Background: an optimization exercise with open tools, aiming at small area and a short achievable clock period. Do not read the settings as production practice. The RTL was checked by simulation tests, not by an equivalence proof against the original design. No activity file was given, so power comes from the tool's default toggle rates.

## design/flow/flow/run.sh

```bash
#!/bin/bash
# Standard layout with plain port buffers, no CTS dummy loads.
set -euo pipefail
export BUFFER_PORTS_ARGS="-buffer_cell sky130_fd_sc_hd__buf_2"
export CTS_ARGS="-sink_clustering_enable -repair_clock_nets -dont_use_dummy_load"
bash standard.sh > standard.log 2>&1
```

## design/flow/standard.sh

```bash
#!/bin/bash
# synth_recipe.tcl (not shown) runs the flow's synth.tcl, then flattens the netlist and writes it again
# the make line also repeats each setting of config.mk as NAME=value (left out here)
make -C /OpenROAD-flow-scripts/flow DESIGN_CONFIG=/design/flow/config.mk WORK_HOME=/design/flow/orfs CLKGATE_MAP_FILE= SYNTH_SCRIPT=/design/flow/synth_recipe.tcl "${@:-finish}"
```

## design/flow/config.mk

```make
export PLATFORM = sky130hd
export DESIGN_NAME = ecc_rmw
export DESIGN_NICKNAME = ecc_rmw
export VERILOG_FILES = /design/flow/design.v
export SDC_FILE = /design/flow/constraint.sdc
export NUM_CORES = 4
export LEC_CHECK = 0
export CAP_MARGIN = 20
export CORE_MARGIN = 2
export CORE_UTILIZATION = 40
export SETUP_SLACK_MARGIN = 3.1
export SLEW_MARGIN = 20
```

## design/flow/constraint.sdc

```tcl
create_clock -name core_clock -period 5.5 [get_ports {clk}]
set_input_delay 1.1000 -clock core_clock [delete_from_list [all_inputs] [get_ports {clk}]]
set_output_delay 1.1000 -clock core_clock [all_outputs]
set_load 0.01 [all_outputs]
```

## design/flow/design.v

```verilog
module ecc_rmw (
    input  wire        clk,
    input  wire        rst,           
    input  wire        in_valid,
    input  wire [71:0] in_rd_cw,      
    input  wire [63:0] in_wdata,      
    input  wire [7:0]  in_wmask,      
    input  wire [7:0]  in_wpar,       
    output reg         out_valid,
    output reg  [63:0] out_rdata,     
    output reg  [7:0]  out_rpar,      
    output reg  [7:0]  out_syndrome,  
    output reg         out_sbe,       
    output reg         out_ded,       
    output reg  [71:0] out_wr_cw,     
    output reg         out_poison     
);
    localparam [511:0] HCOL = 512'hf8c73e3d3b372f1fe0d0c8c4c2c1b0a8a4a2a1989492918c8a898685837068646261585452514c4a49464543383432312c2a292625231c1a191615130e0d0b07;
    localparam [7:0] POISON_MASK = 8'h03;
    integer k;
    wire in_syn_t0 = in_rd_cw[56] ^ in_rd_cw[60];
    wire in_syn_t1 = in_rd_cw[57] ^ in_rd_cw[61];
    wire in_syn_t2 = in_rd_cw[58] ^ in_rd_cw[59];
    wire in_syn_t3 = in_rd_cw[22] ^ in_rd_cw[62];
    wire in_syn_t4 = in_rd_cw[49] ^ in_rd_cw[63];
    wire in_syn_t5 = in_rd_cw[14] ^ in_syn_t1;
    wire in_syn_t6 = in_rd_cw[2] ^ in_syn_t0;
    wire in_syn_t7 = in_rd_cw[17] ^ in_syn_t2;
    wire in_syn_t8 = in_rd_cw[12] ^ in_rd_cw[37];
    wire in_syn_t9 = in_rd_cw[7] ^ in_rd_cw[9];
    wire in_syn_t10 = in_rd_cw[33] ^ in_rd_cw[53];
    wire in_syn_t11 = in_rd_cw[5] ^ in_rd_cw[16];
    wire in_syn_t12 = in_rd_cw[24] ^ in_rd_cw[63];
    wire in_syn_t13 = in_rd_cw[28] ^ in_rd_cw[54];
    wire in_syn_t14 = in_rd_cw[31] ^ in_rd_cw[55];
    wire in_syn_t15 = in_rd_cw[11] ^ in_rd_cw[15];
    wire in_syn_t16 = in_rd_cw[19] ^ in_rd_cw[48];
    wire in_syn_t17 = in_rd_cw[4] ^ in_rd_cw[20];
    wire in_syn_t18 = in_rd_cw[40] ^ in_rd_cw[43];
    wire in_syn_t19 = in_rd_cw[8] ^ in_rd_cw[29];
    wire in_syn_t20 = in_rd_cw[39] ^ in_rd_cw[46];
    wire in_syn_t21 = in_rd_cw[50] ^ in_rd_cw[62];
    wire in_syn_t22 = in_rd_cw[25] ^ in_rd_cw[52];
    wire in_syn_t23 = in_rd_cw[27] ^ in_rd_cw[34];
    wire in_syn_t24 = in_rd_cw[45] ^ in_rd_cw[47];
    wire in_syn_t25 = in_rd_cw[42] ^ in_rd_cw[51];
    wire in_syn_t26 = in_rd_cw[0] ^ in_rd_cw[36];
    wire in_syn_t27 = in_rd_cw[13] ^ in_rd_cw[23];
    wire in_syn_t28 = in_rd_cw[35] ^ in_rd_cw[38];
    wire in_syn_t29 = in_rd_cw[21] ^ in_rd_cw[26];
    wire in_syn_t30 = in_rd_cw[1] ^ in_rd_cw[10];
    wire in_syn_t31 = in_rd_cw[18] ^ in_rd_cw[32];
    wire in_syn_t32 = in_rd_cw[41] ^ in_rd_cw[44];
    wire in_syn_t33 = in_rd_cw[3] ^ in_rd_cw[6];
    wire in_syn_t34 = in_syn_t10 ^ in_syn_t12;
    wire in_syn_t35 = in_syn_t15 ^ in_syn_t31;
    wire in_syn_t36 = in_syn_t4 ^ in_syn_t24;
    wire in_syn_t37 = in_syn_t3 ^ in_syn_t22;
    wire in_syn_t38 = in_syn_t21 ^ in_syn_t28;
    wire in_syn_t39 = in_rd_cw[30] ^ in_syn_t29;
    wire in_syn_t40 = in_syn_t13 ^ in_syn_t23;
    wire in_syn_t41 = in_syn_t20 ^ in_syn_t25;
    wire in_syn_t42 = in_syn_t17 ^ in_syn_t30;
    wire in_syn_t43 = in_syn_t8 ^ in_syn_t33;
    wire in_syn_t44 = in_syn_t9 ^ in_syn_t19;
    wire in_syn_t45 = in_rd_cw[7] ^ in_rd_cw[11];
    wire in_syn_t46 = in_rd_cw[41] ^ in_rd_cw[45];
    wire in_syn_t47 = in_rd_cw[57] ^ in_rd_cw[64];
    wire in_syn_t48 = in_syn_t2 ^ in_syn_t11;
    wire in_syn_t49 = in_syn_t26 ^ in_syn_t27;
    wire in_syn_t50 = in_syn_t45 ^ in_syn_t46;
    wire in_syn_t51 = in_syn_t47 ^ in_syn_t6;
    wire in_syn_t52 = in_syn_t38 ^ in_syn_t39;
    wire in_syn_t53 = in_syn_t42 ^ in_syn_t48;
    wire in_syn_t54 = in_syn_t49 ^ in_syn_t50;
    wire in_syn_t55 = in_syn_t51 ^ in_syn_t52;
    wire in_syn_t56 = in_syn_t53 ^ in_syn_t54;
    wire in_syn_t57 = in_syn_t55 ^ in_syn_t56;
    wire in_syn_t58 = in_rd_cw[0] ^ in_rd_cw[8];
    wire in_syn_t59 = in_rd_cw[24] ^ in_rd_cw[27];
    wire in_syn_t60 = in_rd_cw[31] ^ in_rd_cw[35];
    wire in_syn_t61 = in_rd_cw[56] ^ in_rd_cw[65];
    wire in_syn_t62 = in_syn_t3 ^ in_syn_t58;
    wire in_syn_t63 = in_syn_t59 ^ in_syn_t60;
    wire in_syn_t64 = in_syn_t61 ^ in_syn_t5;
    wire in_syn_t65 = in_syn_t7 ^ in_syn_t41;
    wire in_syn_t66 = in_syn_t42 ^ in_syn_t43;
    wire in_syn_t67 = in_syn_t62 ^ in_syn_t63;
    wire in_syn_t68 = in_syn_t64 ^ in_syn_t65;
    wire in_syn_t69 = in_syn_t66 ^ in_syn_t67;
    wire in_syn_t70 = in_syn_t68 ^ in_syn_t69;
    wire in_syn_t71 = in_rd_cw[5] ^ in_rd_cw[9];
    wire in_syn_t72 = in_rd_cw[21] ^ in_rd_cw[28];
    wire in_syn_t73 = in_rd_cw[47] ^ in_rd_cw[58];
    wire in_syn_t74 = in_rd_cw[66] ^ in_syn_t1;
    wire in_syn_t75 = in_syn_t18 ^ in_syn_t26;
    wire in_syn_t76 = in_syn_t71 ^ in_syn_t72;
    wire in_syn_t77 = in_syn_t73 ^ in_syn_t6;
    wire in_syn_t78 = in_syn_t35 ^ in_syn_t37;
    wire in_syn_t79 = in_syn_t43 ^ in_syn_t74;
    wire in_syn_t80 = in_syn_t75 ^ in_syn_t76;
    wire in_syn_t81 = in_syn_t77 ^ in_syn_t78;
    wire in_syn_t82 = in_syn_t79 ^ in_syn_t80;
    wire in_syn_t83 = in_syn_t81 ^ in_syn_t82;
    wire in_syn_t84 = in_rd_cw[1] ^ in_rd_cw[3];
    wire in_syn_t85 = in_rd_cw[15] ^ in_rd_cw[25];
    wire in_syn_t86 = in_rd_cw[38] ^ in_rd_cw[39];
    wire in_syn_t87 = in_rd_cw[40] ^ in_rd_cw[44];
    wire in_syn_t88 = in_rd_cw[59] ^ in_rd_cw[67];
    wire in_syn_t89 = in_syn_t16 ^ in_syn_t27;
    wire in_syn_t90 = in_syn_t84 ^ in_syn_t85;
    wire in_syn_t91 = in_syn_t86 ^ in_syn_t87;
    wire in_syn_t92 = in_syn_t88 ^ in_syn_t5;
    wire in_syn_t93 = in_syn_t6 ^ in_syn_t34;
    wire in_syn_t94 = in_syn_t44 ^ in_syn_t89;
    wire in_syn_t95 = in_syn_t90 ^ in_syn_t91;
    wire in_syn_t96 = in_syn_t92 ^ in_syn_t93;
    wire in_syn_t97 = in_syn_t94 ^ in_syn_t95;
    wire in_syn_t98 = in_syn_t96 ^ in_syn_t97;
    wire in_syn_t99 = in_rd_cw[4] ^ in_rd_cw[6];
    wire in_syn_t100 = in_rd_cw[18] ^ in_rd_cw[19];
    wire in_syn_t101 = in_rd_cw[26] ^ in_rd_cw[42];
    wire in_syn_t102 = in_rd_cw[43] ^ in_rd_cw[61];
    wire in_syn_t103 = in_rd_cw[68] ^ in_syn_t0;
    wire in_syn_t104 = in_syn_t4 ^ in_syn_t11;
    wire in_syn_t105 = in_syn_t32 ^ in_syn_t99;
    wire in_syn_t106 = in_syn_t100 ^ in_syn_t101;
    wire in_syn_t107 = in_syn_t102 ^ in_syn_t7;
    wire in_syn_t108 = in_syn_t40 ^ in_syn_t44;
    wire in_syn_t109 = in_syn_t103 ^ in_syn_t104;
    wire in_syn_t110 = in_syn_t105 ^ in_syn_t106;
    wire in_syn_t111 = in_syn_t107 ^ in_syn_t108;
    wire in_syn_t112 = in_syn_t109 ^ in_syn_t110;
    wire in_syn_t113 = in_syn_t111 ^ in_syn_t112;
    wire in_syn_t114 = in_rd_cw[10] ^ in_rd_cw[12];
    wire in_syn_t115 = in_rd_cw[13] ^ in_rd_cw[16];
    wire in_syn_t116 = in_rd_cw[30] ^ in_rd_cw[33];
    wire in_syn_t117 = in_rd_cw[34] ^ in_rd_cw[46];
    wire in_syn_t118 = in_rd_cw[60] ^ in_rd_cw[69];
    wire in_syn_t119 = in_syn_t14 ^ in_syn_t16;
    wire in_syn_t120 = in_syn_t114 ^ in_syn_t115;
    wire in_syn_t121 = in_syn_t116 ^ in_syn_t117;
    wire in_syn_t122 = in_syn_t118 ^ in_syn_t5;
    wire in_syn_t123 = in_syn_t7 ^ in_syn_t35;
    wire in_syn_t124 = in_syn_t36 ^ in_syn_t119;
    wire in_syn_t125 = in_syn_t120 ^ in_syn_t121;
    wire in_syn_t126 = in_syn_t122 ^ in_syn_t123;
    wire in_syn_t127 = in_syn_t124 ^ in_syn_t125;
    wire in_syn_t128 = in_syn_t126 ^ in_syn_t127;
    wire in_syn_t129 = in_rd_cw[20] ^ in_rd_cw[23];
    wire in_syn_t130 = in_rd_cw[29] ^ in_rd_cw[32];
    wire in_syn_t131 = in_rd_cw[50] ^ in_rd_cw[51];
    wire in_syn_t132 = in_rd_cw[70] ^ in_syn_t14;
    wire in_syn_t133 = in_syn_t129 ^ in_syn_t130;
    wire in_syn_t134 = in_syn_t131 ^ in_syn_t34;
    wire in_syn_t135 = in_syn_t37 ^ in_syn_t39;
    wire in_syn_t136 = in_syn_t40 ^ in_syn_t132;
    wire in_syn_t137 = in_syn_t133 ^ in_syn_t134;
    wire in_syn_t138 = in_syn_t135 ^ in_syn_t136;
    wire in_syn_t139 = in_syn_t137 ^ in_syn_t138;
    wire in_syn_t140 = in_rd_cw[36] ^ in_rd_cw[37];
    wire in_syn_t141 = in_rd_cw[48] ^ in_rd_cw[52];
    wire in_syn_t142 = in_rd_cw[53] ^ in_rd_cw[54];
    wire in_syn_t143 = in_rd_cw[55] ^ in_rd_cw[71];
    wire in_syn_t144 = in_syn_t18 ^ in_syn_t32;
    wire in_syn_t145 = in_syn_t140 ^ in_syn_t141;
    wire in_syn_t146 = in_syn_t142 ^ in_syn_t143;
    wire in_syn_t147 = in_syn_t36 ^ in_syn_t38;
    wire in_syn_t148 = in_syn_t41 ^ in_syn_t144;
    wire in_syn_t149 = in_syn_t145 ^ in_syn_t146;
    wire in_syn_t150 = in_syn_t147 ^ in_syn_t148;
    wire in_syn_t151 = in_syn_t149 ^ in_syn_t150;
    wire [7:0] in_syn = {in_syn_t151, in_syn_t139, in_syn_t128, in_syn_t113, in_syn_t98, in_syn_t83, in_syn_t70, in_syn_t57};
    reg [7:0] in_wpar_err;
    always @(*) begin
        for (k = 0; k < 8; k = k + 1)
            in_wpar_err[k] = in_wmask[k] && ((^in_wdata[8*k +: 8]) == in_wpar[k]);
    end
    reg        s0_valid;
    reg [63:0] s0_rd_data;
    reg [7:0]  s0_syn;
    reg [63:0] s0_wdata;
    reg [7:0]  s0_wmask;
    reg        s0_wpar_err;
    always @(posedge clk) begin
        if (rst) begin
            s0_valid <= 1'b0;
        end else begin
            s0_valid <= in_valid;
        end
        s0_rd_data  <= in_rd_cw[63:0];
        s0_syn      <= in_syn;
        s0_wdata    <= in_wdata;
        s0_wmask    <= in_wmask;
        s0_wpar_err <= |in_wpar_err;
    end
    reg [15:0] syn_lo, syn_hi;
    always @(*) begin
        for (k = 0; k < 16; k = k + 1) begin
            syn_lo[k] = (s0_syn[3:0] == k);
            syn_hi[k] = (s0_syn[7:4] == k);
        end
    end
    reg [63:0] flip_data;
    reg [7:0]  flip_check;
    reg [7:0]  flip_byte;    
    always @(*) begin
        for (k = 0; k < 64; k = k + 1)
            flip_data[k] = syn_lo[HCOL[8*k +: 4]] & syn_hi[HCOL[8*k+4 +: 4]];
        for (k = 0; k < 8; k = k + 1) begin
            flip_check[k] = (s0_syn == (8'h01 << k));
            flip_byte[k]  = |flip_data[8*k +: 8];
        end
    end
    wire sbe = (|flip_byte) | (|flip_check);
    wire ded = (s0_syn != 8'h00) && !sbe;
    wire [63:0] corr_data = s0_rd_data ^ flip_data;
    reg [7:0] corr_par;
    always @(*) begin
        for (k = 0; k < 8; k = k + 1)
            corr_par[k] = ~^s0_rd_data[8*k +: 8] ^ flip_byte[k];
    end
    reg [63:0] merged;
    reg [63:0] premerged;
    reg [7:0]  kept_flip;    
    always @(*) begin
        for (k = 0; k < 8; k = k + 1) begin
            merged[8*k +: 8]    = s0_wmask[k] ? s0_wdata[8*k +: 8] : corr_data[8*k +: 8];
            premerged[8*k +: 8] = s0_wmask[k] ? s0_wdata[8*k +: 8] : s0_rd_data[8*k +: 8];
            kept_flip[k]        = !s0_wmask[k] && flip_byte[k];
        end
    end
    wire need_read = (s0_wmask != 8'hff);
    wire poison    = (need_read && ded) || s0_wpar_err;
    wire pm_check_t0 = premerged[56] ^ premerged[58];
    wire pm_check_t1 = premerged[59] ^ premerged[60];
    wire pm_check_t2 = premerged[57] ^ premerged[61];
    wire pm_check_t3 = premerged[35] ^ premerged[62];
    wire pm_check_t4 = premerged[53] ^ premerged[63];
    wire pm_check_t5 = premerged[12] ^ pm_check_t2;
    wire pm_check_t6 = premerged[0] ^ pm_check_t0;
    wire pm_check_t7 = premerged[7] ^ pm_check_t1;
    wire pm_check_t8 = premerged[39] ^ premerged[42];
    wire pm_check_t9 = premerged[1] ^ premerged[24];
    wire pm_check_t10 = premerged[17] ^ premerged[34];
    wire pm_check_t11 = premerged[10] ^ premerged[30];
    wire pm_check_t12 = premerged[15] ^ premerged[18];
    wire pm_check_t13 = premerged[48] ^ premerged[49];
    wire pm_check_t14 = premerged[14] ^ premerged[33];
    wire pm_check_t15 = premerged[27] ^ premerged[31];
    wire pm_check_t16 = premerged[16] ^ premerged[63];
    wire pm_check_t17 = premerged[25] ^ premerged[40];
    wire pm_check_t18 = premerged[52] ^ premerged[62];
    wire pm_check_t19 = premerged[4] ^ premerged[5];
    wire pm_check_t20 = premerged[38] ^ premerged[45];
    wire pm_check_t21 = premerged[50] ^ premerged[55];
    wire pm_check_t22 = premerged[36] ^ premerged[41];
    wire pm_check_t23 = premerged[23] ^ premerged[26];
    wire pm_check_t24 = premerged[9] ^ premerged[43];
    wire pm_check_t25 = premerged[21] ^ premerged[22];
    wire pm_check_t26 = premerged[8] ^ premerged[29];
    wire pm_check_t27 = premerged[6] ^ premerged[28];
    wire pm_check_t28 = premerged[2] ^ premerged[3];
    wire pm_check_t29 = premerged[19] ^ premerged[44];
    wire pm_check_t30 = premerged[11] ^ premerged[47];
    wire pm_check_t31 = premerged[51] ^ premerged[54];
    wire pm_check_t32 = premerged[37] ^ premerged[46];
    wire pm_check_t33 = pm_check_t4 ^ pm_check_t21;
    wire pm_check_t34 = premerged[32] ^ pm_check_t30;
    wire pm_check_t35 = premerged[20] ^ pm_check_t15;
    wire pm_check_t36 = premerged[13] ^ pm_check_t14;
    wire pm_check_t37 = pm_check_t3 ^ pm_check_t22;
    wire pm_check_t38 = pm_check_t26 ^ pm_check_t29;
    wire pm_check_t39 = pm_check_t18 ^ pm_check_t25;
    wire pm_check_t40 = pm_check_t24 ^ pm_check_t27;
    wire pm_check_t41 = pm_check_t8 ^ pm_check_t32;
    wire pm_check_t42 = pm_check_t10 ^ pm_check_t16;
    wire pm_check_t43 = pm_check_t17 ^ pm_check_t28;
    wire pm_check_t44 = pm_check_t12 ^ pm_check_t34;
    wire pm_check_t45 = pm_check_t5 ^ pm_check_t6;
    wire pm_check_t46 = pm_check_t31 ^ pm_check_t33;
    wire pm_check_t47 = pm_check_t7 ^ pm_check_t38;
    wire pm_check_t48 = pm_check_t20 ^ pm_check_t37;
    wire pm_check_t49 = premerged[1] ^ premerged[2];
    wire pm_check_t50 = premerged[11] ^ premerged[13];
    wire pm_check_t51 = premerged[16] ^ premerged[20];
    wire pm_check_t52 = premerged[21] ^ premerged[50];
    wire pm_check_t53 = premerged[57] ^ pm_check_t11;
    wire pm_check_t54 = pm_check_t19 ^ pm_check_t23;
    wire pm_check_t55 = pm_check_t49 ^ pm_check_t50;
    wire pm_check_t56 = pm_check_t51 ^ pm_check_t52;
    wire pm_check_t57 = pm_check_t6 ^ pm_check_t7;
    wire pm_check_t58 = pm_check_t53 ^ pm_check_t54;
    wire pm_check_t59 = pm_check_t55 ^ pm_check_t56;
    wire pm_check_t60 = pm_check_t48 ^ pm_check_t57;
    wire pm_check_t61 = pm_check_t58 ^ pm_check_t59;
    wire pm_check_t62 = pm_check_t60 ^ pm_check_t61;
    wire pm_check_t63 = premerged[3] ^ premerged[4];
    wire pm_check_t64 = premerged[6] ^ premerged[8];
    wire pm_check_t65 = premerged[10] ^ premerged[14];
    wire pm_check_t66 = premerged[17] ^ premerged[22];
    wire pm_check_t67 = premerged[51] ^ premerged[59];
    wire pm_check_t68 = pm_check_t3 ^ pm_check_t9;
    wire pm_check_t69 = pm_check_t63 ^ pm_check_t64;
    wire pm_check_t70 = pm_check_t65 ^ pm_check_t66;
    wire pm_check_t71 = pm_check_t67 ^ pm_check_t35;
    wire pm_check_t72 = pm_check_t41 ^ pm_check_t68;
    wire pm_check_t73 = pm_check_t69 ^ pm_check_t70;
    wire pm_check_t74 = pm_check_t45 ^ pm_check_t71;
    wire pm_check_t75 = pm_check_t72 ^ pm_check_t73;
    wire pm_check_t76 = pm_check_t74 ^ pm_check_t75;
    wire pm_check_t77 = premerged[5] ^ premerged[36];
    wire pm_check_t78 = premerged[37] ^ premerged[60];
    wire pm_check_t79 = pm_check_t77 ^ pm_check_t78;
    wire pm_check_t80 = pm_check_t39 ^ pm_check_t40;
    wire pm_check_t81 = pm_check_t43 ^ pm_check_t79;
    wire pm_check_t82 = pm_check_t44 ^ pm_check_t45;
    wire pm_check_t83 = pm_check_t80 ^ pm_check_t81;
    wire pm_check_t84 = pm_check_t82 ^ pm_check_t83;
    wire pm_check_t85 = premerged[9] ^ premerged[15];
    wire pm_check_t86 = premerged[23] ^ premerged[38];
    wire pm_check_t87 = premerged[39] ^ premerged[48];
    wire pm_check_t88 = premerged[56] ^ pm_check_t2;
    wire pm_check_t89 = pm_check_t4 ^ pm_check_t9;
    wire pm_check_t90 = pm_check_t85 ^ pm_check_t86;
    wire pm_check_t91 = pm_check_t87 ^ pm_check_t36;
    wire pm_check_t92 = pm_check_t43 ^ pm_check_t88;
    wire pm_check_t93 = pm_check_t89 ^ pm_check_t90;
    wire pm_check_t94 = pm_check_t47 ^ pm_check_t91;
    wire pm_check_t95 = pm_check_t92 ^ pm_check_t93;
    wire pm_check_t96 = pm_check_t94 ^ pm_check_t95;
    wire pm_check_t97 = premerged[18] ^ premerged[26];
    wire pm_check_t98 = premerged[27] ^ premerged[41];
    wire pm_check_t99 = premerged[42] ^ premerged[49];
    wire pm_check_t100 = premerged[54] ^ premerged[61];
    wire pm_check_t101 = pm_check_t0 ^ pm_check_t19;
    wire pm_check_t102 = pm_check_t97 ^ pm_check_t98;
    wire pm_check_t103 = pm_check_t99 ^ pm_check_t100;
    wire pm_check_t104 = pm_check_t40 ^ pm_check_t42;
    wire pm_check_t105 = pm_check_t101 ^ pm_check_t102;
    wire pm_check_t106 = pm_check_t103 ^ pm_check_t47;
    wire pm_check_t107 = pm_check_t104 ^ pm_check_t105;
    wire pm_check_t108 = pm_check_t106 ^ pm_check_t107;
    wire pm_check_t109 = premerged[19] ^ premerged[31];
    wire pm_check_t110 = premerged[45] ^ premerged[46];
    wire pm_check_t111 = premerged[55] ^ premerged[58];
    wire pm_check_t112 = pm_check_t1 ^ pm_check_t11;
    wire pm_check_t113 = pm_check_t13 ^ pm_check_t109;
    wire pm_check_t114 = pm_check_t110 ^ pm_check_t111;
    wire pm_check_t115 = pm_check_t5 ^ pm_check_t36;
    wire pm_check_t116 = pm_check_t42 ^ pm_check_t112;
    wire pm_check_t117 = pm_check_t113 ^ pm_check_t114;
    wire pm_check_t118 = pm_check_t44 ^ pm_check_t115;
    wire pm_check_t119 = pm_check_t116 ^ pm_check_t117;
    wire pm_check_t120 = pm_check_t118 ^ pm_check_t119;
    wire pm_check_t121 = premerged[24] ^ premerged[25];
    wire pm_check_t122 = premerged[28] ^ premerged[29];
    wire pm_check_t123 = premerged[30] ^ premerged[32];
    wire pm_check_t124 = premerged[33] ^ premerged[34];
    wire pm_check_t125 = pm_check_t23 ^ pm_check_t121;
    wire pm_check_t126 = pm_check_t122 ^ pm_check_t123;
    wire pm_check_t127 = pm_check_t124 ^ pm_check_t35;
    wire pm_check_t128 = pm_check_t39 ^ pm_check_t125;
    wire pm_check_t129 = pm_check_t126 ^ pm_check_t46;
    wire pm_check_t130 = pm_check_t127 ^ pm_check_t128;
    wire pm_check_t131 = pm_check_t129 ^ pm_check_t130;
    wire pm_check_t132 = premerged[40] ^ premerged[43];
    wire pm_check_t133 = premerged[44] ^ premerged[47];
    wire pm_check_t134 = premerged[52] ^ pm_check_t13;
    wire pm_check_t135 = pm_check_t132 ^ pm_check_t133;
    wire pm_check_t136 = pm_check_t41 ^ pm_check_t134;
    wire pm_check_t137 = pm_check_t135 ^ pm_check_t46;
    wire pm_check_t138 = pm_check_t48 ^ pm_check_t136;
    wire pm_check_t139 = pm_check_t137 ^ pm_check_t138;
    wire [7:0] pm_check = {pm_check_t139, pm_check_t131, pm_check_t120, pm_check_t108, pm_check_t96, pm_check_t84, pm_check_t76, pm_check_t62};
    wire [7:0] pm_check_corr = pm_check ^ s0_syn;
    wire [7:0] new_check = ((|kept_flip) ? pm_check_corr : pm_check)
                         ^ (poison ? POISON_MASK : 8'h00);
    always @(posedge clk) begin
        if (rst) begin
            out_valid <= 1'b0;
        end else begin
            out_valid <= s0_valid;
        end
        out_rdata    <= corr_data;
        out_rpar     <= corr_par;
        out_syndrome <= s0_syn;
        out_sbe      <= sbe;
        out_ded      <= ded;
        out_wr_cw    <= {new_check, merged};
        out_poison   <= poison;
    end
endmodule
```

==> impl_metrics.py, run 1 <==
metrics = {
    "run_status": {
        "status": "timing/DRC/antenna clean",
    },
    "drt": {
        "drc": 0,
        "totalWireLength_um": 46930,
        "viasPerCell": 4.959,
        "vias": 10030,
        "drtPass1Iterations": 6,
        "ant_nets": 0,
        "wl_per_cell_um": 23.20,
        "drtIter0Drc": 693,
    },
    "worst_setup_path": {
        "cp-end-kind": "flip-flop",
        "rr_worst_depth": 8,
        "path_class": "reg -> reg",
        "crit_required_ns": 5.91,
        "start_kind": "flip-flop",
        "crit_top_cell": "xnor2_1",
        "r2r-end": "out_wr_cw[68]$_DFF_P_",
        "cp_slowest_cell": "mux2i_2",
        "arrival_ns": 2.84,
        "path_max_fanout": 12,
        "cp_cell_sequence": "mux2i_2 > xnor2_1 > xnor2_2 > xor2_1 > xnor2_1 > xnor2_1 > xnor2_1 > xnor2_1",
        "slowest_delay_ns": 0.48,
        "critPathBufInv": 0,
        "r2r_setup_slack_ns": 3.07,
        "critPathTopFamily": "XOR/XNOR gates",
        "r2r_start": "s0_wmask[1]$_DFF_P_",
    },
    "finish": {
        "fillers": 3101,
        "layout.nets": 1730,
        "drive_gt1_frac": 0.3757,
        "area_delta_synth_final_pct": 30.65,
    },
    "yosys": {
        "synth-edff-count": 0,
        "netlist_top_cells_count": "388 x xnor2_1, 302 x dfxtp_1, 100 x xor2_1",
        "synth.cell_area_mm2": 0.01345,
        "yosysWarnings": 1,
        "synth_ff_type": "dfxtp_1",
        "yosys.area.top_type_share": 0.4494,
        "synth.distinct_cells": 60,
        "yosysSeqAreaShare": 0.4494,
        "netlist_instances": 1199,
        "syn_area_per_cell_um2": 11.22,
        "ys_top_cells_by_area": "dfxtp_1 45%, xnor2_1 25%, xor2_1 6.5%",
        "yosysMostFrequentCell": "xnor2_1",
        "synth_top_area_cell": "dfxtp_1",
        "ys_ff_latch": 302,
        "synthesis.nets": 1354,
        "async_reset_ff_frac": 0,
    },
    "power": {
        "switchingPower_mw": 2.890,
        "pwr-share-seq": 0.341,
        "comb_power_share": 0.445,
        "p_clk_frac": 0.214,
        "ir_drop_mv": 0.2998,
        "swShare": 0.3576,
        "power.density_mw_per_mm2": 459.8,
        "p_leak_nw": 7.164,
        "p_int_mw": 5.190,
    },
    "cts": {
        "insertion_delay_ns": 0.58,
        "hold_buffers": 0,
        "path_clk_slew_ns": 0.06,
        "numCtsBuffers": 30,
        "cts_tree": "done",
        "htreeDepth": 1,
        "clockBufferDepth": 3,
        "cts_root_buffer": "clkbuf_16",
        "cts.sinks": 302,
    },
    "floorplan": {
        "io_pins": 311,
        "initial_core_util": 0.4032,
        "rows": 67,
        "die_h_um": 187.4,
        "die_x_um": 187.4,
        "fp.coreArea_mm2": 0.03336,
        "fp.dieArea_mm2": 0.03511,
    },
    "run": {
        "drv_cap": 0,
    },
    "global_route": {
        "grtUsageMet2": 0.4096,
        "grt_pass1_vias": 9969,
        "top_usage_layer": "met2",
        "use_met3": 0.03659,
        "grt_util_met1": 0.3439,
        "track_usage": 0.2524,
        "gr-total-overflow": 0,
        "antenna_found_initial": 3,
        "grt_max_degree": 31,
        "grt_pass1_wl_um": 65420,
    },
    "worst_hold_path": {
        "hp-start": "s0_valid$_SDFF_PP0_",
        "holdPathStages": 1,
        "hp-class": "reg -> reg",
        "min_to": "out_valid$_SDFF_PP0_",
    },
    "timing": {
        "period_share": 0.4424,
        "final_max_slew_viol_count": 0,
        "holdWs_ns": 0.4330,
        "worst_clock_skew_ns": 0.05968,
        "relSlewSlack": 0.5225,
        "tns_ns": 0,
        "fmax_ghz": 0.4110,
        "finalCriticalPeriod_ns": 2.433,
        "grt_setup_unrepaired": "yes",
        "final-hold-violation-count": 0,
        "worst_pin_slew_ns": 0.7135,
        "setup_violations": 0,
    },
    "placement": {
        "hpwlAfterDp_um": 36140,
        "gp_congestion": 0.8970,
        "io_buffer_count": 310,
    },
}
-- cell families after synthesis --
| family | count (synthesis) | share of synthesized area |
|---|---|---|
| xor gates and xnor gates | 495 | 0.3295 |
| muxes | 128 | 0.1030 |
| AOI/OAI and AO/OA | 60 | 0.02893 |
| DFF | 302 | 0.4494 |
| buffers and inverters | 49 | 0.02046 |
| and+or+nand+nor | 165 | 0.06874 |
-- power by group through the flow --
stage / registers, mW / logic [mW] / clock network (mW)
floorplan: 2.75 / 1.92 / 0
global placement: 2.78 / 2.74 / 0
detailed placement: 2.78 / 2.75 / 0
CTS: 2.77 / 3.14 / 1.76
global route: 2.78 / 3.75 / 1.84
finish: 2.76 / 3.60 / 1.73
-- metrics by stage --
step	power [mW]	setup slack (ns)	utilization	std cells	area, um2
6_report	8.080	3.067	0.5267	2023	17570
4_1_cts	7.660	3.100	0.5063	1978	16890
2_1_floorplan	4.673	3.160	-	1199	13450
3_3_place_gp	5.523	1.932	0.4615	1927	15400
5_1_grt	8.372	3.028	0.5267	2022	17570
3_5_place_dp	5.528	1.806	0.4619	1928	15410
-- metal layers --
| metal | vias to the layer above | wire [um] |
|---|---|---|
| li1 | 4660 | - |
| met1 | 4814 | 20320 |
| met2 | 460 | 21480 |
| met3 | 97 | 3373 |
| met4 | 2 | 1741 |
| met5 | - | 11 |
-- worst reg2reg max path: stages, from the launching register on --
cell	delay, ns
dfxtp_4	0.47
mux2i_2	0.48
xnor2_1	0.18
xnor2_2	0.23
xor2_1	0.22
xnor2_1	0.16
xnor2_1	0.12
xnor2_1	0.29
xnor2_1	0.11
-- final cells by class --
type / count / area (um2) / area share
multi-input combinational: 848 / 7700 / 0.4381
sequential: 302 / 6097 / 0.3469
timing repair buffer: 384 / 2419 / 0.1376
clock buffer: 30 / 750.7 / 0.04272
tap: 448 / 560.5 / 0.03190
inverter: 9 / 42.54 / 0.002421
antenna: 2 / 5.005 / 0.0002848
-- placed cells by master (no fill, tap or decap), types with 4 or more instances in the layout --
| master | n |
|---|---|
| xnor2_1 | 373 |
| buf_2 | 310 |
| dfxtp_1 | 287 |
| xor2_1 | 96 |
| mux2_2 | 64 |
| nand2_1 | 64 |
| buf_4 | 48 |
| mux2i_1 | 40 |
| clkbuf_16 | 33 |
| nor2_1 | 24 |
| xnor2_2 | 15 |
| nor3_1 | 14 |
| mux2i_2 | 13 |
| dfxtp_4 | 13 |
| buf_12 | 12 |
| o21ai_1 | 11 |
| mux2i_4 | 11 |
| a21oi_1 | 11 |
| xnor3_1 | 7 |
| nand2b_1 | 7 |
| o21ai_0 | 7 |
| nand2_2 | 5 |
| nand3_1 | 4 |
| nor4b_4 | 4 |
| xor2_2 | 4 |
| nand3b_1 | 4 |
| nand4_1 | 4 |
| a22oi_1 | 4 |
-- worst max-delay path by stage --
stage	slack [ns]	cells past startpoint	startpoint	to
floorplan	3.16	5	in_rd_cw[61]	s0_syn[5]$_DFF_P_
global placement	1.93	8	s0_syn[5]$_DFF_P_	out_wr_cw[69]$_DFF_P_
detailed placement	1.81	8	s0_syn[5]$_DFF_P_	out_wr_cw[69]$_DFF_P_
CTS	3.10	9	s0_syn[4]$_DFF_P_	out_wr_cw[65]$_DFF_P_
global route	3.03	10	s0_wmask[7]$_DFF_P_	out_wr_cw[69]$_DFF_P_
finish	3.07	8	s0_wmask[1]$_DFF_P_	out_wr_cw[68]$_DFF_P_
-- sequential cells by signal, indices dropped and copies added, names as in the netlist --
signal / flops
out_rpar: 8
out_ded: 1
out_poison: 1
s0_wmask: 8
s0_valid: 1
out_valid: 1
out_wr_cw: 72
s0_wpar_err: 1
s0_syn: 8
out_rdata: 64
s0_rd_data: 64
s0_wdata: 64
out_sbe: 1
out_syndrome: 8
-- what timing repair did --
item | in CTS | in global routing
resized for setup | 113 | 60
cloned | 4 | 3
endpoints found under the hold margin | 0 | 0
endpoints found under the setup margin | 57 | 8
setup buffers | 16 | 40
pin swaps | 14 | 31
==> inputs of run 2 (changes only) <==
--- a/design/flow/config.mk
+++ b/design/flow/config.mk
@@ -5,6 +5,7 @@
 export SDC_FILE = /design/flow/constraint.sdc
 export NUM_CORES = 4
 export LEC_CHECK = 0
+export ABC_AREA = 1
 export CAP_MARGIN = 20
 export CORE_MARGIN = 2
 export CORE_UTILIZATION = 40
==> run 2 against run 1 <==
Core utilization down 3.3 points; sequential power down 3%; clock skew down 0.044 ns; highest routed layer unchanged; total power down 15%; combinational power down 32%; critical path type is now in -> reg; die area up 6.1%; clock power about the same; non-clock buffer count down 53; flip-flop and latch count unchanged; largest power group is now registers.
==> impl_metrics.py, run 2 <==
metrics = {
    "cts": {
        "insertion_delay_ns": 0.56,
        "numCtsBuffers": 31,
        "htreeDepth": 1,
        "cts_tree": "done",
        "clockBufferDepth": 3,
        "cts.sinks": 302,
        "path_clk_slew_ns": 0.06,
        "cts_root_buffer": "clkbuf_16",
        "hold_buffers": 0,
    },
    "timing": {
        "final_max_slew_viol_count": 0,
        "period_share": 0.4242,
        "fmax_ghz": 0.4286,
        "tns_ns": 0,
        "setup_ws_ns": 3.167,
        "relSlewSlack": 0.5991,
        "setup_violations": 0,
        "finalCriticalPeriod_ns": 2.333,
        "worst_clock_skew_ns": 0.01567,
        "final-hold-violation-count": 0,
        "worst_pin_slew_ns": 0.5974,
        "grt_setup_unrepaired": "yes",
    },
    "finish": {
        "antennaDiodeCount": 0,
        "layout_common_cells": "654 x nand2_1, 310 x buf_2, 286 x dfxtp_1",
        "final_area_mm2": 0.01747,
        "largest_reg_flops": 72,
        "top_register": "out_wr_cw",
        "layout_commonest_cell": "nand2_1",
        "multiInputGateArea_mm2": 0.007752,
        "drive_gt1_frac": 0.2291,
        "post-route-util": 0.4935,
        "area_delta_synth_final_pct": 22.25,
        "layout.nets": 2300,
        "seq_area_mm2": 0.006088,
        "fillers": 3490,
    },
    "yosys": {
        "synthesis.nets": 1952,
        "synth_ff_type": "dfxtp_1",
        "synth.cell_area_mm2": 0.01429,
        "netlist_top_cells_count": "668 x nand2_1, 302 x dfxtp_1, 232 x xnor2_1",
        "synth_top_area_cell": "dfxtp_1",
        "ys_ff_latch": 302,
        "yosysWarnings": 1,
        "syn_area_per_cell_um2": 7.951,
        "yosys.area.top_type_share": 0.4231,
        "synth.distinct_cells": 29,
        "async_reset_ff_frac": 0,
        "netlist_instances": 1797,
        "synth-edff-count": 0,
        "ys_top_cells_by_area": "dfxtp_1 42%, nand2_1 18%, xnor2_1 14%",
        "yosysSeqAreaShare": 0.4231,
        "yosysMostFrequentCell": "nand2_1",
    },
    "floorplan": {
        "io_pins": 311,
        "initial_core_util": 0.4037,
        "fp.coreArea_mm2": 0.03540,
        "die_x_um": 193,
        "fp.dieArea_mm2": 0.03725,
        "die_h_um": 193,
        "rows": 69,
    },
    "placement": {
        "dp_slack_ns": 2.591,
        "gp_congestion": 1.010,
        "placed_area_mm2": 0.01631,
        "io_buffer_count": 310,
        "hpwlAfterDp_um": 44060,
    },
    "worst_setup_path": {
        "cp_slowest_cell": "xor2_1",
        "cp_cell_sequence": "buf_2 > xnor2_1 > xor2_1 > xnor2_1 > xor2_1 > xor2_1",
        "start_kind": "input pin",
        "path_class": "in -> reg",
        "crit_top_cell": "xor2_1",
        "arrival_ns": 2.76,
        "path_max_fanout": 3,
        "slowest_delay_ns": 0.40,
        "cp-end-kind": "flip-flop",
        "crit_required_ns": 5.93,
    },
    "run": {
        "drv_cap": 0,
    },
    "drt": {
        "drtPass1Iterations": 5,
        "viasPerCell": 4.768,
        "wl_per_cell_um": 19.99,
        "drtIter0Drc": 798,
        "totalWireLength_um": 52050,
        "drc": 0,
        "vias": 12420,
        "ant_nets": 0,
    },
    "global_route": {
        "gr-total-overflow": 0,
        "antenna_found_initial": 2,
        "grt_max_degree": 22,
        "grt_pass1_wl_um": 74730,
        "track_usage": 0.2781,
        "grt_pass1_vias": 12010,
    },
    "worst_hold_path": {
        "hp-class": "reg -> reg",
    },
    "power": {
        "p_leak_nw": 8.768,
        "power.total_mw": 6.889,
        "power.density_mw_per_mm2": 394.4,
        "ir_drop_mv": 0.2488,
    },
    "run_status": {
        "status": "timing/DRC/antenna clean",
    },
}
==> run 2: worst paths after layout <==
path                                   to  slack, ns         startpoint  depth (start not counted)
hold / removal    out_syndrome[2]$_DFF_P_       0.40  s0_syn[2]$_DFF_P_                          0
hold reg to reg   out_syndrome[2]$_DFF_P_       0.40  s0_syn[2]$_DFF_P_                          0
setup reg to reg    out_wr_cw[65]$_DFF_P_       3.22  s0_syn[3]$_DFF_P_                         17
setup / recovery        s0_syn[1]$_DFF_P_       3.17       in_rd_cw[58]                          6
==> run 2: per-layer routing <==
| metal | global-route usage | up-vias | wire length (um) |
|---|---|---|---|
| li1 | - | 6132 | - |
| met1 | 0.3600 | 5701 | 22060 |
| met2 | 0.4704 | 491 | 24310 |
| met3 | 0.03910 | 91 | 3499 |
| met4 | 0.1061 | 2 | 2158 |
| met5 | 0 | - | 13 |
==> run 2: cell families after synthesis <==
kind of cell    after synthesis  share of synthesized area
compound gates               55                    0.02767
flops                       302                     0.4231
buf+inv                     162                    0.04667
xor+xnor                    425                     0.2626
simple gates                853                     0.2399
==> run 2: final cells by class <==
cell class | count | area share
clock buffer | 31 | 0.04441
tap | 461 | 0.03302
multi-input combinational | 1333 | 0.4438
timing repair buffer | 331 | 0.09784
inverter | 146 | 0.03238
sequential | 302 | 0.3485
==> run 2: what timing repair did <==
item                                    in CTS  in global routing
cloned                                       0                  0
endpoints found under the setup margin       8                  9
pin swaps                                    0                  1
gates resized for setup                     22                 61
buffers inserted                             4                 16
hold endpoints to repair                     0                  0
==> run 2: power breakdown <==
group	total [mW]	switching, mW	internal [mW]
sequential	2.67	0.186	2.48
clock	1.76	0.779	0.979
combinational	2.46	1.60	0.864
total	6.89	2.56	4.33
==> run 2: critical path: cells and delay by family <==
family	cells	cell delay, ns
xor gates and xnor gates	5	1.50
buffers and inverters	1	0.15
==> run 2: per-stage QoR <==
step | hold WS, ns | instances
final | 0.3991 | 2604
after global routing | 0.4018 | 2604
after CTS | 0.4065 | 2588
after detailed placement | 0.3985 | 2553
after global placement | 0.3891 | 2553
after floorplan | 0.3758 | 1797
==> inputs of run 3 (changes only) <==
==> design/flow/flow/run.sh (replaced) <==
#!/bin/bash
# Standard layout with plain port buffers, no CTS dummy loads.
set -euo pipefail
export BUFFER_PORTS_ARGS="-buffer_cell sky130_fd_sc_hd__buf_1"
export CTS_ARGS="-sink_clustering_enable -repair_clock_nets -dont_use_dummy_load"
bash standard.sh > standard.log 2>&1
==> run 3 against run 2 <==
Sequential power is essentially flat; final area shrank 2.2%; global-route usage shrank 0.66 points; final cell count decreased by 0.27%; critical path depth grew 11; combinational power shrank 3%; non-clock buffer count is 8 lower; flip-flop and latch count unchanged; sequential share of layout area increased by 0.84 points; synthesized cell count stayed put; die area stayed put; largest cell class unchanged; highest routed layer is now met4.
==> impl_metrics.py, run 3 <==
metrics = {
    "run_status": {
        "status": "timing/DRC/antenna clean",
    },
    "timing": {
        "final_max_slew_viol_count": 0,
        "tns_ns": 0,
        "fmax_ghz": 0.4267,
        "grt_setup_unrepaired": "yes",
        "worst_clock_skew_ns": 0.03628,
        "setup_ws_ns": 3.156,
        "finalCriticalPeriod_ns": 2.344,
        "setup_violations": 0,
        "final-hold-violation-count": 0,
        "relSlewSlack": 0.5379,
        "worst_pin_slew_ns": 0.6886,
        "period_share": 0.4261,
        "holdWs_ns": 0.4017,
    },
    "drt": {
        "ant_nets": 0,
        "drc": 0,
        "wl_met1_um": 21990,
        "drtPass1Iterations": 5,
        "vias": 12310,
        "totalWireLength_um": 51490,
        "viasPerCell": 4.741,
        "highest_layer": "met4",
        "wl_per_cell_um": 19.83,
        "met3_length_um": 3303,
        "wl_met2_um": 24180,
        "drtIter0Drc": 772,
    },
    "finish": {
        "layout_common_cells": "647 x nand2_1, 310 x buf_1, 286 x dfxtp_1",
        "final_area_mm2": 0.01708,
        "drive_gt1_frac": 0.08571,
        "largest_reg_flops": 72,
        "layout.nets": 2292,
        "fillers": 3649,
        "top_register": "out_wr_cw",
        "post-route-util": 0.4825,
        "area_delta_synth_final_pct": 19.52,
        "fin_cells": 2597,
        "layout_commonest_cell": "nand2_1",
    },
    "cts": {
        "cts_root_buffer": "clkbuf_16",
        "numCtsBuffers": 30,
        "insertion_delay_ns": 0.57,
        "cts.sinks": 302,
        "cts_tree": "done",
        "htreeDepth": 1,
        "clockBufferDepth": 3,
        "path_clk_slew_ns": 0.06,
    },
    "yosys": {
        "netlist_top_cells_count": "668 x nand2_1, 302 x dfxtp_1, 232 x xnor2_1",
        "yosysMostFrequentCell": "nand2_1",
        "syn_area_per_cell_um2": 7.951,
        "synth_top_area_cell": "dfxtp_1",
        "synthesis.nets": 1952,
        "synth_ff_type": "dfxtp_1",
        "synth.cell_area_mm2": 0.01429,
        "yosys.area.top_type_share": 0.4231,
        "yosysSeqAreaShare": 0.4231,
        "async_reset_ff_frac": 0,
        "ys_top_cells_by_area": "dfxtp_1 42%, nand2_1 18%, xnor2_1 14%",
        "synth-edff-count": 0,
        "netlist_instances": 1797,
        "ys_ff_latch": 302,
        "synth.distinct_cells": 29,
        "yosysWarnings": 1,
    },
    "global_route": {
        "track_usage": 0.2715,
        "grt_pass1_wl_um": 73720,
        "grt_pass1_vias": 12020,
        "gr-total-overflow": 0,
        "grt_max_degree": 22,
        "antenna_found_initial": 0,
    },
    "placement": {
        "hpwlAfterDp_um": 43620,
        "dp_cells": 2553,
        "io_buffer_count": 310,
        "placed_area_mm2": 0.01592,
        "dp_slack_ns": 2.695,
        "gp_congestion": 1.036,
    },
    "worst_setup_path": {
        "r2r_setup_slack_ns": 3.16,
        "rr_worst_depth": 17,
        "start_kind": "flip-flop",
        "r2r-end": "out_wr_cw[65]$_DFF_P_",
        "r2r_start": "s0_syn[7]$_DFF_P_",
        "crit_required_ns": 5.93,
        "path_max_fanout": 8,
        "arrival_ns": 2.77,
        "path_class": "reg -> reg",
        "cp-end-kind": "flip-flop",
    },
    "worst_hold_path": {
        "hp-class": "reg -> reg",
        "hp-start": "s0_valid$_SDFF_PP0_",
        "holdPathStages": 2,
        "min_to": "out_valid$_SDFF_PP0_",
    },
    "floorplan": {
        "die_h_um": 193,
        "fp.dieArea_mm2": 0.03725,
        "rows": 69,
        "fp.coreArea_mm2": 0.03540,
        "initial_core_util": 0.4037,
        "die_x_um": 193,
        "io_pins": 311,
    },
    "run": {
        "drv_cap": 0,
    },
    "power": {
        "power.density_mw_per_mm2": 398.0,
        "comb_power_share": 0.349,
        "power.total_mw": 6.797,
        "p_clk_frac": 0.255,
        "switchingPower_mw": 2.553,
        "swShare": 0.3757,
        "pwr-share-seq": 0.396,
        "p_leak_nw": 7.871,
        "p_int_mw": 4.243,
        "ir_drop_mv": 0.2508,
    },
}
==> run 3: cell count changes in the layout (fill, tap and decap cells not counted), moves of 2 or more <==
cell,previous run,this run
nor2_2,11,9
dfxtp_2,7,4
buf_4,21,13
nor2_1,63,61
dfxtp_4,9,12
nor2_4,13,17
nand2_2,27,32
buf_2,310,0
nand2_1,654,647
buf_1,0,310
nand2_4,7,9
==> run 3: per-layer routing <==
metal	global-route usage	vias to the layer above
met3	0.04018	112
met1	0.3489	5644
met4	0.09499	0
met5	0	-
met2	0.4650	473
li1	-	6083
==> run 3: cell type report <==
type	count	area, um2	share of cell area
multi-input cells	1333	7820	0.4579
flip-flops and latches	302	6096	0.3570
repair buffers	323	1261	0.07385
clock buffers	30	750.7	0.04396
well taps	461	576.8	0.03378
inverters	146	565.5	0.03312
repair inverters	1	5.005	0.0002931
diodes	1	2.502	0.0001465
==> run 3: worst max path at each step <==
| stage | end | depth (start not counted) | slack, ns | startpoint |
|---|---|---|---|---|
| after global routing | out_wr_cw[65]$_DFF_P_ | 15 | 3.00 | s0_wmask[7]$_DFF_P_ |
| after floorplan | s0_syn[0]$_DFF_P_ | 6 | 3.16 | in_rd_cw[56] |
| after CTS | out_wr_cw[65]$_DFF_P_ | 15 | 3.11 | s0_syn[5]$_DFF_P_ |
| after detailed placement | s0_syn[1]$_DFF_P_ | 6 | 2.69 | in_rd_cw[58] |
| final | out_wr_cw[65]$_DFF_P_ | 17 | 3.16 | s0_syn[7]$_DFF_P_ |
| after global placement | out_wr_cw[69]$_DFF_P_ | 13 | 2.72 | s0_wmask[2]$_DFF_P_ |
==> run 3: power groups by stage <==
stage	combinational, mW	sequential [mW]	clock [mW]
floorplan	1.43	2.72	0
global placement	2.20	2.72	0
detailed placement	2.21	2.71	0
CTS	2.27	2.67	1.78
global route	2.60	2.71	1.85
finish	2.38	2.69	1.73
==> run 3: repair_timing <==
item,CTS,global route
hold buffers,0,0
cloned,0,1
pin swaps,0,4
setup endpoints to repair,8,8
resized for setup,39,64
buffers inserted,2,10
==> run 3: critical path, stage by stage, from the launching register on <==
cell and delay [ns]:
dfxtp_2 0.43, inv_2 0.07, nand2_2 0.17, nor2_2 0.12, nand2_1 0.18, nand2_1 0.08, nor2_1 0.18, nand2_1 0.16
nand2_1 0.09, nand2_1 0.08, nor2_2 0.15, nand2_4 0.11, nand2_1 0.11, inv_2 0.03, nand3_1 0.07, nand2_1 0.05
nand2_1 0.05, nand2_1 0.05
==> run 3: kinds of logic (layout without fill, tap and decap cells) <==
group	count (synthesis)	after routing	synth area share
other	0	1	0
DFF	302	302	0.4231
buffers and inverters	162	500	0.04667
xor gates and xnor gates	425	425	0.2626
AOI/OAI and AO/OA	55	55	0.02767
and+or+nand+nor	853	853	0.2399
==> inputs of run 4 (changes only) <==
==> design/flow/flow/run.sh (replaced) <==
#!/bin/bash
# Standard layout, with plain buffers on the ports instead of ORFS's default choice.
set -euo pipefail
export BUFFER_PORTS_ARGS="-buffer_cell sky130_fd_sc_hd__buf_2"
bash standard.sh > standard.log 2>&1
--- a/design/flow/config.mk
+++ b/design/flow/config.mk
@@ -5,7 +5,6 @@
 export SDC_FILE = /design/flow/constraint.sdc
 export NUM_CORES = 4
 export LEC_CHECK = 0
-export ABC_AREA = 1
 export CAP_MARGIN = 20
 export CORE_MARGIN = 2
 export CORE_UTILIZATION = 40
==> run 4 against run 3 <==
Clock power increased by 28%; flip-flop and latch count unchanged; maximum frequency decreased by 3.4%; register-to-register slack got worse by 0.08 ns; critical path type unchanged.
==> impl_metrics.py, run 4 <==
metrics = {
    "run_status": {
        "status": "timing/DRC/antenna clean",
    },
    "cts": {
        "htreeDepth": 1,
        "clockBufferDepth": 3,
        "cts_tree": "done",
        "path_clk_slew_ns": 0.07,
        "numCtsBuffers": 30,
        "insertion_delay_ns": 0.59,
        "cts.sinks": 302,
        "hold_buffers": 0,
        "cts_root_buffer": "clkbuf_16",
    },
    "worst_setup_path": {
        "cp_cell_sequence": "buf_12 > and4bb_2 > nand2_4 > o311ai_4 > a222oi_1 > o221ai_2 > o21ai_1 > xnor2_1 > xnor2_1",
        "cp-end-kind": "flip-flop",
        "cp_slowest_cell": "a222oi_1",
        "arrival_ns": 2.93,
        "critPathBufInv": 1,
        "start_kind": "flip-flop",
        "path_max_fanout": 15,
        "critPathTopFamily": "compound AO/OA/AOI/OAI gates",
        "crit_top_cell": "xnor2_1",
        "path_class": "reg -> reg",
        "crit_required_ns": 6.00,
        "slowest_delay_ns": 0.46,
    },
    "power": {
        "p_leak_nw": 7.224,
        "power.density_mw_per_mm2": 472.3,
        "power.total_mw": 8.372,
        "ir_drop_mv": 0.2893,
    },
    "finish": {
        "drive_gt1_frac": 0.3756,
        "top_register": "out_wr_cw",
        "layout_commonest_cell": "xnor2_1",
        "layout.nets": 1711,
        "area_delta_synth_final_pct": 31.79,
        "layout_common_cells": "372 x xnor2_1, 310 x buf_2, 287 x dfxtp_1",
        "fin_cells": 2029,
        "largest_reg_flops": 72,
    },
    "global_route": {
        "gr-total-overflow": 0,
        "antenna_found_initial": 3,
        "grt_max_degree": 32,
        "grt_pass1_vias": 9951,
        "track_usage": 0.2525,
        "grt_pass1_wl_um": 65370,
    },
    "drt": {
        "drtPass1Iterations": 5,
        "totalWireLength_um": 46650,
        "wl_per_cell_um": 22.99,
        "ant_nets": 0,
        "vias": 9921,
        "drc": 0,
        "viasPerCell": 4.890,
        "drtIter0Drc": 699,
    },
    "timing": {
        "tns_ns": 0,
        "final-hold-violation-count": 0,
        "worst_pin_slew_ns": 0.7570,
        "fmax_ghz": 0.4120,
        "final_max_slew_viol_count": 0,
        "relSlewSlack": 0.4934,
        "worst_clock_skew_ns": 0.01728,
        "finalCriticalPeriod_ns": 2.427,
        "period_share": 0.4413,
        "setup_violations": 0,
        "grt_setup_unrepaired": "yes",
    },
    "yosys": {
        "synth-edff-count": 0,
        "yosysSeqAreaShare": 0.4494,
        "synthesis.nets": 1354,
        "synth_top_area_cell": "dfxtp_1",
        "synth.cell_area_mm2": 0.01345,
        "synth.distinct_cells": 60,
        "yosys.area.top_type_share": 0.4494,
        "netlist_instances": 1199,
        "yosysWarnings": 1,
        "synth_ff_type": "dfxtp_1",
        "async_reset_ff_frac": 0,
        "ys_top_cells_by_area": "dfxtp_1 45%, xnor2_1 25%, xor2_1 6.5%",
        "yosysMostFrequentCell": "xnor2_1",
        "ys_ff_latch": 302,
        "syn_area_per_cell_um2": 11.22,
        "netlist_top_cells_count": "388 x xnor2_1, 302 x dfxtp_1, 100 x xor2_1",
    },
    "floorplan": {
        "die_x_um": 187.4,
        "io_pins": 311,
        "initial_core_util": 0.4032,
        "die_h_um": 187.4,
        "rows": 67,
        "fp.coreArea_mm2": 0.03336,
        "fp.dieArea_mm2": 0.03511,
    },
    "placement": {
        "gp_congestion": 0.8970,
        "dp_cells": 1928,
        "io_buffer_count": 310,
        "hpwlAfterDp_um": 36140,
    },
    "worst_hold_path": {
        "hp-class": "reg -> reg",
    },
    "run": {
        "drv_cap": 0,
    },
}
## run 4: routing by layer
metal | share of wire | vias up | global-route usage
met2 | 0.46 | 434 | 0.4145
met3 | 0.069 | 83 | 0.04053
met4 | 0.033 | 2 | 0.07753
met1 | 0.44 | 4752 | 0.3415
li1 | - | 4650 | -
met5 | 0.00015 | - | 0
## run 4: path summary, 6_finish.rpt
path,startpoint,to,slack (ns),cells past startpoint
worst max-delay path,s0_syn[1]$_DFF_P_,out_wr_cw[65]$_DFF_P_,3.07,9
worst min-delay path,s0_valid$_SDFF_PP0_,out_valid$_SDFF_PP0_,0.44,1
worst max register to register,s0_syn[1]$_DFF_P_,out_wr_cw[65]$_DFF_P_,3.07,9
worst min register to register,s0_valid$_SDFF_PP0_,out_valid$_SDFF_PP0_,0.44,1
## run 4: cell type report
class                           instances  area, um2
Inverter                                9      41.29
Clock inverter                         13      202.7
Antenna cell                            2      5.005
Sequential cell                       302       6097
Fill cell                            3085      15640
Clock buffer                           42      885.9
Timing Repair Buffer                  365       2236
Multi-Input combinational cell        848       7700
Tap cell                              448      560.5
## run 4: cell families (layout without fill, tap and decap cells)
kind of cell,Yosys count,count (layout),share of synthesized area
other cells,0,2,0
compound gates,60,60,0.02893
buf+inv,49,429,0.02046
mux,128,128,0.1030
xor+xnor,495,495,0.3295
flops,302,302,0.4494
simple gates,165,165,0.06874
## run 4: report_power, final
group / total (mW) / switching (mW) / internal, mW
sequential: 2.73 / 0.226 / 2.51
clock: 2.21 / 0.899 / 1.31
combinational: 3.43 / 1.83 / 1.60
total: 8.37 / 2.95 / 5.42
## run 4: worst register-to-register path, stage by stage, from the launching register on
cell      delay [ns]
dfxtp_4         0.40
buf_12          0.17
and4bb_2        0.33
nand2_4         0.13
o311ai_4        0.14
a222oi_1        0.46
o221ai_2        0.21
o21ai_1         0.18
xnor2_1         0.17
xnor2_1         0.15
## run 4: what timing repair did
item	in CTS	in global routing
gates resized for setup	92	72
setup buffers	14	23
endpoints found under the setup margin	50	8
pin swaps	12	30
gates cloned	3	4
endpoints found under the hold margin	0	0
## run 4: metrics by stage
step | hold slack [ns] | util | setup slack, ns | cell area [um2]
4_1_cts | 0.4399 | 0.5128 | 3.083 | 17110
6_report | 0.4352 | 0.5314 | 3.073 | 17730
3_5_place_dp | 0.4253 | 0.4619 | 1.806 | 15410
3_3_place_gp | 0.4331 | 0.4615 | 1.932 | 15400
2_1_floorplan | 0.3319 | - | 3.160 | 13450
5_1_grt | 0.4681 | 0.5313 | 3.055 | 17730
==> inputs of run 5 (changes only) <==
==> design/flow/flow/run.sh (replaced) <==
#!/bin/bash
# Standard layout with plain port buffers, no CTS dummy loads.
set -euo pipefail
export BUFFER_PORTS_ARGS="-buffer_cell sky130_fd_sc_hd__buf_2"
export CTS_ARGS="-sink_clustering_enable -repair_clock_nets -dont_use_dummy_load -sink_clustering_size 25 -sink_clustering_max_diameter 80"
bash standard.sh > standard.log 2>&1
--- a/design/flow/config.mk
+++ b/design/flow/config.mk
@@ -5,6 +5,7 @@
 export SDC_FILE = /design/flow/constraint.sdc
 export NUM_CORES = 4
 export LEC_CHECK = 0
+export ABC_AREA = 1
 export CAP_MARGIN = 20
 export CORE_MARGIN = 2
 export CORE_UTILIZATION = 40
==> run 5 against run 4 <==
Still clean on timing, DRC and antenna; sequential power is 3% lower; die area up 6.1%; highest routed layer unchanged; total power is 23% lower; critical path depth increased by 5; clock power down 42%; final area down 3.3%; flip-flop and latch count stayed put; worst hold slack worse by 0.040 ns.
==> impl_metrics.py, run 5 <==
metrics = {
    "yosys": {
        "synthesis.nets": 1952,
        "synth_top_area_cell": "dfxtp_1",
        "yosysSeqAreaShare": 0.4231,
        "synth-edff-count": 0,
        "ys_top_cells_by_area": "dfxtp_1 42%, nand2_1 18%, xnor2_1 14%",
        "netlist_instances": 1797,
        "async_reset_ff_frac": 0,
        "synth.distinct_cells": 29,
        "yosys.area.top_type_share": 0.4231,
        "ys_ff_latch": 302,
        "netlist_top_cells_count": "668 x nand2_1, 302 x dfxtp_1, 232 x xnor2_1",
        "syn_area_per_cell_um2": 7.951,
        "yosysWarnings": 1,
        "synth_ff_type": "dfxtp_1",
        "synth.cell_area_mm2": 0.01429,
        "yosysMostFrequentCell": "nand2_1",
    },
    "drt": {
        "totalWireLength_um": 51960,
        "viasPerCell": 4.749,
        "wl_per_cell_um": 20.09,
        "vias": 12280,
        "drc": 0,
        "drtPass1Iterations": 6,
        "ant_nets": 0,
        "drtIter0Drc": 892,
    },
    "worst_setup_path": {
        "cp-end-kind": "flip-flop",
        "start_kind": "flip-flop",
        "arrival_ns": 2.80,
        "path_class": "reg -> reg",
        "path_max_fanout": 13,
        "rr_worst_depth": 14,
        "crit_required_ns": 5.89,
    },
    "timing": {
        "relSlewSlack": 0.3390,
        "final-hold-violation-count": 0,
        "period_share": 0.4383,
        "fmax_ghz": 0.4149,
        "tns_ns": 0,
        "setup_violations": 0,
        "final_max_slew_viol_count": 0,
        "worst_pin_slew_ns": 0.9812,
        "worst_clock_skew_ns": 0.05618,
        "finalCriticalPeriod_ns": 2.410,
        "grt_setup_unrepaired": "yes",
    },
    "cts": {
        "htreeDepth": 1,
        "insertion_delay_ns": 0.53,
        "cts_root_buffer": "clkbuf_16",
        "numCtsBuffers": 18,
        "cts_tree": "done",
        "path_clk_slew_ns": 0.10,
        "clockBufferDepth": 3,
        "cts.sinks": 302,
    },
    "global_route": {
        "grt_pass1_vias": 11860,
        "grt_max_degree": 26,
        "antenna_found_initial": 2,
        "gr-total-overflow": 0,
        "track_usage": 0.2765,
        "grt_pass1_wl_um": 74400,
    },
    "floorplan": {
        "die_h_um": 193,
        "io_pins": 311,
        "initial_core_util": 0.4037,
        "fp.dieArea_mm2": 0.03725,
        "fp.coreArea_mm2": 0.03540,
        "die_x_um": 193,
        "rows": 69,
    },
    "finish": {
        "top_register": "out_wr_cw",
        "drive_gt1_frac": 0.2221,
        "antennaDiodeCount": 0,
        "fillers": 3520,
        "final_area_mm2": 0.01714,
        "largest_reg_flops": 72,
        "layout.nets": 2282,
        "layout_common_cells": "657 x nand2_1, 310 x buf_2, 289 x dfxtp_1",
        "layout_commonest_cell": "nand2_1",
        "area_delta_synth_final_pct": 19.96,
    },
    "run_status": {
        "status": "timing/DRC/antenna clean",
    },
    "worst_hold_path": {
        "holdPathStages": 0,
        "hp-class": "reg -> reg",
    },
    "placement": {
        "io_buffer_count": 310,
        "hpwlAfterDp_um": 44060,
        "gp_congestion": 1.010,
        "placed_area_mm2": 0.01631,
    },
    "power": {
        "power.density_mw_per_mm2": 374.4,
        "ir_drop_mv": 0.2491,
        "power.total_mw": 6.417,
        "p_leak_nw": 8.598,
    },
    "run": {
        "drv_cap": 0,
    },
}
==> run 5: cell types whose count changed after synthesis, sizes merged, moves of 7 or more <==
cell,change
nand3,+54
mux2i,-64
xnor3,-7
nand2b,-8
o21ai,+31
xor2,+92
nor2,+60
xnor2,-155
inv,+134
buf,-19
nor3,-17
a21oi,-13
mux2,-64
nand2,+618
==> run 5: cell families (layout without fill, tap and decap cells) <==
logic type	after synthesis	after routing	share of synthesized area
simple gates	853	853	0.2399
xor+xnor	425	425	0.2626
flops	302	302	0.4231
buf+inv	162	490	0.04667
compound gates	55	55	0.02767
==> run 5: final timing paths <==
check                      start                       to  slack, ns
min            s0_syn[0]$_DFF_P_  out_syndrome[0]$_DFF_P_       0.40
min reg2reg    s0_syn[0]$_DFF_P_  out_syndrome[0]$_DFF_P_       0.40
max          s0_wmask[1]$_DFF_P_    out_wr_cw[65]$_DFF_P_       3.09
max reg2reg  s0_wmask[1]$_DFF_P_    out_wr_cw[65]$_DFF_P_       3.09
==> run 5: where the power goes <==
| part | switching (mW) | internal [mW] | total (mW) |
|---|---|---|---|
| combinational | 1.60 | 0.862 | 2.46 |
| clock | 0.709 | 0.584 | 1.29 |
| sequential | 0.185 | 2.48 | 2.66 |
| total | 2.49 | 3.92 | 6.42 |
==> run 5: worst max-delay path, stage by stage (launching register included) <==
cell     delay [ns]
dfxtp_4        0.42
o21ai_0        0.79
inv_1          0.14
nand2_1        0.11
nand2_1        0.07
nand2_1        0.06
nand2_1        0.13
inv_2          0.11
nand2_1        0.05
nand2_1        0.08
nand2_1        0.06
nand3_1        0.10
nand2_1        0.06
nand2_1        0.05
nand2_1        0.04
==> run 5: timing repair <==
action,4_1_cts,5_1_grt
hold buffers,0,0
setup endpoints to repair,8,12
pin swaps,0,2
setup buffers,7,8
resized for setup,28,52
==> run 5: through the flow <==
stage	hold WS [ns]	cells	util	setup WS (ns)
after global routing	0.4147	2586	0.4842	3.003
final	0.3956	2586	0.4842	3.090
after CTS	0.3995	2578	0.4773	3.100
after detailed placement	0.3985	2553	0.4607	2.591
after floorplan	0.3758	1797	-	3.158
after global placement	0.3891	2553	0.4607	2.607
==> run 5: area by class of cell <==
type                            count  area, um2  area share
Multi-Input combinational cell   1333       7780      0.4539
Tap cell                          461      576.8     0.03365
Inverter                          146      561.8     0.03278
Timing Repair Buffer              326       1684     0.09826
Sequential cell                   302       6087      0.3551
Clock buffer                       18      450.4     0.02628
==> run 5: per-layer routing <==
layer | part of all wire | vias to the layer above | track usage
li1 | - | 6081 | -
met1 | 0.43 | 5630 | 0.3620
met2 | 0.47 | 479 | 0.4688
met3 | 0.066 | 89 | 0.03891
met4 | 0.038 | 2 | 0.09237
met5 | 0.00025 | - | 0

## what the ideal ports hide
How much do the figures lean on ideal ports? The routed layouts below were timed once more, with nothing changed but the port constraints.
Step 1 (the two cells are an assumption about what drives the block):
set clk [get_ports {clk}]
set_driving_cell -lib_cell sky130_fd_sc_hd__clkbuf_16 $clk
set_driving_cell -lib_cell sky130_fd_sc_hd__buf_2 [delete_from_list [all_inputs] $clk]
Step 2, shift: input delay + t, output delay - t, t = (earliest + latest rising clock arrival at the registers) / 2. This alone moves slack from input paths to output paths.
Three values: ideal ports, drivers, drivers and shift; two values: the first two.
run	t (ns)	slack for setup (ns)	slew at the worst register clock pin (ns)	worst slew at a driven data input, ns	pins driven straight from the clock port
run 1	0.601	3.067 / 3.067 / 2.721	0.06 / 0.06	0.06	1
run 2	0.606	3.167 / 3.200 / 2.594	0.06 / 0.06	0.05	1
run 3	0.607	3.156 / 3.156 / 2.642	0.06 / 0.06	0.07	1
run 4	0.633	3.073 / 3.073 / 2.724	0.07 / 0.07	0.07	1
run 5	0.561	3.090 / 3.090 / 2.653	0.10 / 0.10	0.06	1
After both steps every run listed still meets setup and hold. The setup slack of run 2, which loses most, moves by +0.033 ns with the drivers and by -0.573 ns with both steps.
